From an optimization exercise on the open Yosys and OpenROAD flow, aimed at small area, a short achievable clock period and few clock cycles per item; shortcuts taken in it are not production practice. Function was checked by simulation only, so behaviour that the tests miss may differ from the original. Power figures rest on the tool's default switching activity, not on a simulated workload.

==> module trig_slots, before the edit <==
module trig_slots (
    input  wire         clk,
    input  wire         rst,           
    input  wire         arm,
    input  wire [7:0]   cfg_kind,
    input  wire [7:0]   cfg_dir,
    input  wire [3:0]   cfg_nosettle,
    input  wire [95:0]  cfg_level,
    input  wire [63:0]  cfg_on,
    input  wire [63:0]  cfg_off,
    input  wire [19:0]  cfg_l,
    input  wire [19:0]  cfg_s,
    input  wire [3:0]   cfg_lfreeze,
    input  wire         in_valid,
    output wire         in_ready,
    input  wire [31:0]  in_data,
    output reg          res_valid,
    output reg  [3:0]   res_meet,
    output reg  [3:0]   res_active
);
    assign in_ready = 1'b1;
    reg        smp_v;
    reg [23:0] smp_x;
    reg [23:0] smp_a;                             
    reg        smp_settle, smp_stale, smp_fill;
    wire [23:0] in_x = in_data[31:8];
    always @(posedge clk) begin
        smp_v      <= in_valid & ~rst;
        smp_x      <= in_x;
        smp_a      <= in_x[23] ? (~in_x + 24'd1) : in_x;
        smp_settle <= in_data[0];
        smp_stale  <= in_data[3];
        smp_fill   <= in_data[6];
    end
    wire        forget = smp_fill | smp_stale;    
    wire        ev_all = ~forget;                 
    wire        ev_ns  = ~forget & ~smp_settle;   
    reg arm_d;
    always @(posedge clk) arm_d <= arm & ~rst;
    reg [20:0] cnt_all, cnt_ns;
    always @(posedge clk) begin
        if (arm) begin
            cnt_all <= 21'd0;
            cnt_ns  <= 21'd0;
        end else if (smp_v) begin
            cnt_all <= cnt_all + {20'd0, ev_all};
            cnt_ns  <= cnt_ns  + {20'd0, ev_ns};
        end
    end
    reg b_any;
    always @(posedge clk) begin
        b_any     <= smp_v & ~rst;
        res_valid <= b_any & ~rst;
    end
    genvar g;
    generate
        for (g = 0; g < 4; g = g + 1) begin : slot
            reg [1:0]  kind;
            reg        nosettle;
            reg [15:0] on_r, off_r;
            reg [4:0]  l_r, s_r;
            reg        lfreeze;
            reg [39:0] sta, lta;
            reg        active, warm;
            reg        has_prev, p_lt, p_gt;
            reg        b_v;           
            reg        b_sl;          
            reg        b_ready;       
            reg        b_lm;          
            reg [24:0] kb_r;          
            wire is_lvl = (kind == 2'd1);
            wire [23:0] level = {off_r[7:0], on_r};
            wire [1:0]  dir   = off_r[9:8];
            wire is_sl  = (kind == 2'd3);
            wire eval   = nosettle ? ev_ns : ev_all;
            wire [20:0] n = nosettle ? cnt_ns : cnt_all;
            wire ready  = warm | (n == (21'd1 << l_r));
            wire x_lt = $signed(smp_x) < $signed(level);
            wire x_gt = $signed(smp_x) > $signed(level);
            wire lvl_meet = has_prev &
                            (((dir == 2'd0 || dir == 2'd2) && p_lt && !x_lt) ||
                             ((dir == 2'd1 || dir == 2'd2) && p_gt && !x_gt));
            wire [39:0] sta_n, lta_n;
            ts_upd u_sta (.v(sta), .a(smp_a), .sh(s_r), .y(sta_n));
            ts_upd u_lta (.v(lta), .a(smp_a), .sh(l_r), .y(lta_n));
            wire a_sl = smp_v & is_sl & eval;
            wire        big = |lta[39:16];
            wire [39:0] lam = {lta[39:17], lta[16] | ~big, lta[15:0] & {16{big}}};
            wire        ge;
            wire [24:0] kb_on, kb_off;
            ts_benc e_on  (.k(on_r),  .kb(kb_on));
            ts_benc e_off (.k(off_r), .kb(kb_off));
            ts_cmp u_cmp (.s(sta), .lam(lam), .kb(kb_r), .ge(ge));
            wire act_b  = b_ready ? ge : active;
            wire meet_b = b_ready & ~active & ge;
            wire act_nx = arm_d ? 1'b0 : (b_v ? act_b : active);
            always @(posedge clk) begin
                if (rst)
                    kind <= 2'd0;
                else if (arm)
                    kind <= cfg_kind[2*g +: 2];
                if (arm) begin
                    nosettle <= cfg_nosettle[g];
                    if (cfg_kind[2*g +: 2] == 2'd1) begin
                        on_r       <= cfg_level[24*g +: 16];
                        off_r[9:0] <= {cfg_dir[2*g +: 2], cfg_level[24*g+16 +: 8]};
                    end else begin
                        on_r       <= cfg_on[16*g +: 16];
                        off_r[9:0] <= cfg_off[16*g +: 10];
                    end
                    off_r[15:10] <= cfg_off[16*g+10 +: 6];
                    l_r      <= cfg_l[5*g +: 5];
                    s_r      <= cfg_s[5*g +: 5];
                    lfreeze  <= cfg_lfreeze[g];
                end
                b_v     <= a_sl & ~rst;
                b_sl    <= is_sl;
                b_ready <= ready;
                b_lm    <= smp_v & is_lvl & eval & lvl_meet;
                kb_r    <= act_nx ? kb_off : kb_on;
                if (arm_d) begin
                    sta      <= 40'd0;
                    lta      <= 40'd0;
                    warm     <= 1'b0;
                    has_prev <= 1'b0;
                end else begin
                    if (a_sl) begin
                        sta  <= sta_n;
                        warm <= ready;
                        if (!(act_nx && lfreeze))
                            lta <= lta_n;
                    end
                    if (smp_v && is_lvl) begin
                        if (forget) begin
                            has_prev <= 1'b0;
                        end else if (eval) begin
                            has_prev <= 1'b1;
                            p_lt     <= x_lt;
                            p_gt     <= x_gt;
                        end
                    end
                end
                active <= act_nx;
                if (b_any) begin
                    res_meet[g]   <= b_v ? meet_b : b_lm;
                    res_active[g] <= b_sl & (b_v ? act_b : active);
                end
            end
        end
    endgenerate
endmodule
clock: 34.0 ns
lec_check: 0
cap_margin: 60
core_margin: 2
core_utilization: 50
place_density: 0.65
slew_margin: 60
run.sh (not shown) runs the stock make flow with config.mk's settings and CLKGATE_MAP_FILE= SYNTH_SCRIPT=/design/flow/synth_recipe.tcl, a recipe that flattens the netlist after the stock synthesis.
The first run produced a clean layout.
Testbench counts at the start, summed over its fixed seeds: cycles 32,056, items 32,000.
Edit:
--- a/flow/design.v
+++ b/flow/design.v
@@ -63,4 +63,5 @@
             reg [39:0] sta, lta;
             reg        active, warm;
+            reg        big;           
             reg        has_prev, p_lt, p_gt;
             reg        b_v;           
@@ -85,5 +86,4 @@
             ts_upd u_lta (.v(lta), .a(smp_a), .sh(l_r), .y(lta_n));
             wire a_sl = smp_v & is_sl & eval;
-            wire        big = |lta[39:16];
             wire [39:0] lam = {lta[39:17], lta[16] | ~big, lta[15:0] & {16{big}}};
             wire        ge;
@@ -122,4 +122,5 @@
                     sta      <= 40'd0;
                     lta      <= 40'd0;
+                    big      <= 1'b0;
                     warm     <= 1'b0;
                     has_prev <= 1'b0;
@@ -128,6 +129,8 @@
                         sta  <= sta_n;
                         warm <= ready;
-                        if (!(act_nx && lfreeze))
+                        if (!(act_nx && lfreeze)) begin
                             lta <= lta_n;
+                            big <= |lta_n[39:16];
+                        end
                     end
                     if (smp_v && is_lvl) begin
Combinational power is higher by about 2%.
Die area is higher by about 1.4%.
Non-clock buffer count is higher by 5.
Power is higher by about 1.8%.
Critical path depth does not change.
Routed wire length is higher by 2.6%.
Cell area is higher by about 1.2%.
Synthesized cell count is higher by about 3.7%.
Final cell count is higher by about 3%.
Area after synthesis is higher by 1.5%.
Worst setup slack gets better by 0.27 ns.
Clock skew is higher by 0.042 ns.
Utilization is about the same.
Testbench counts after the change, summed over its fixed seeds: cycles 32,056, items 32,000.

## re-timing with driven ports
How much do the figures lean on ideal ports? The routed layouts below were timed once more, with nothing changed but the port constraints. Step 1, drivers: a clkbuf_16 drives clk and a buf_2 each remaining input, both assumed. Step 2 moves the port delays by t, midway between the first and last clock arrival at a register: inputs arrive t later, outputs are due t later. That takes back most of the time a late clock gives input paths. a / b / c = ideal ports / drivers / drivers and shift; a / b = the first two.
| run | t, ns | slack for setup (ns) | worst register clock-pin slew, ns | worst slew at a driven data input, ns |
|---|---|---|---|---|
| the first run | 0.887 | 24.356 / 24.356 / 24.356 | 0.08 / 0.08 | 0.07 |
| the second run | 0.933 | 24.630 / 24.630 / 24.483 | 0.08 / 0.08 | 0.39 |
After both steps every run listed still meets setup and hold. The setup slack of the second run, which loses most, moves by 0.000 ns with the drivers and by -0.147 ns with both steps.
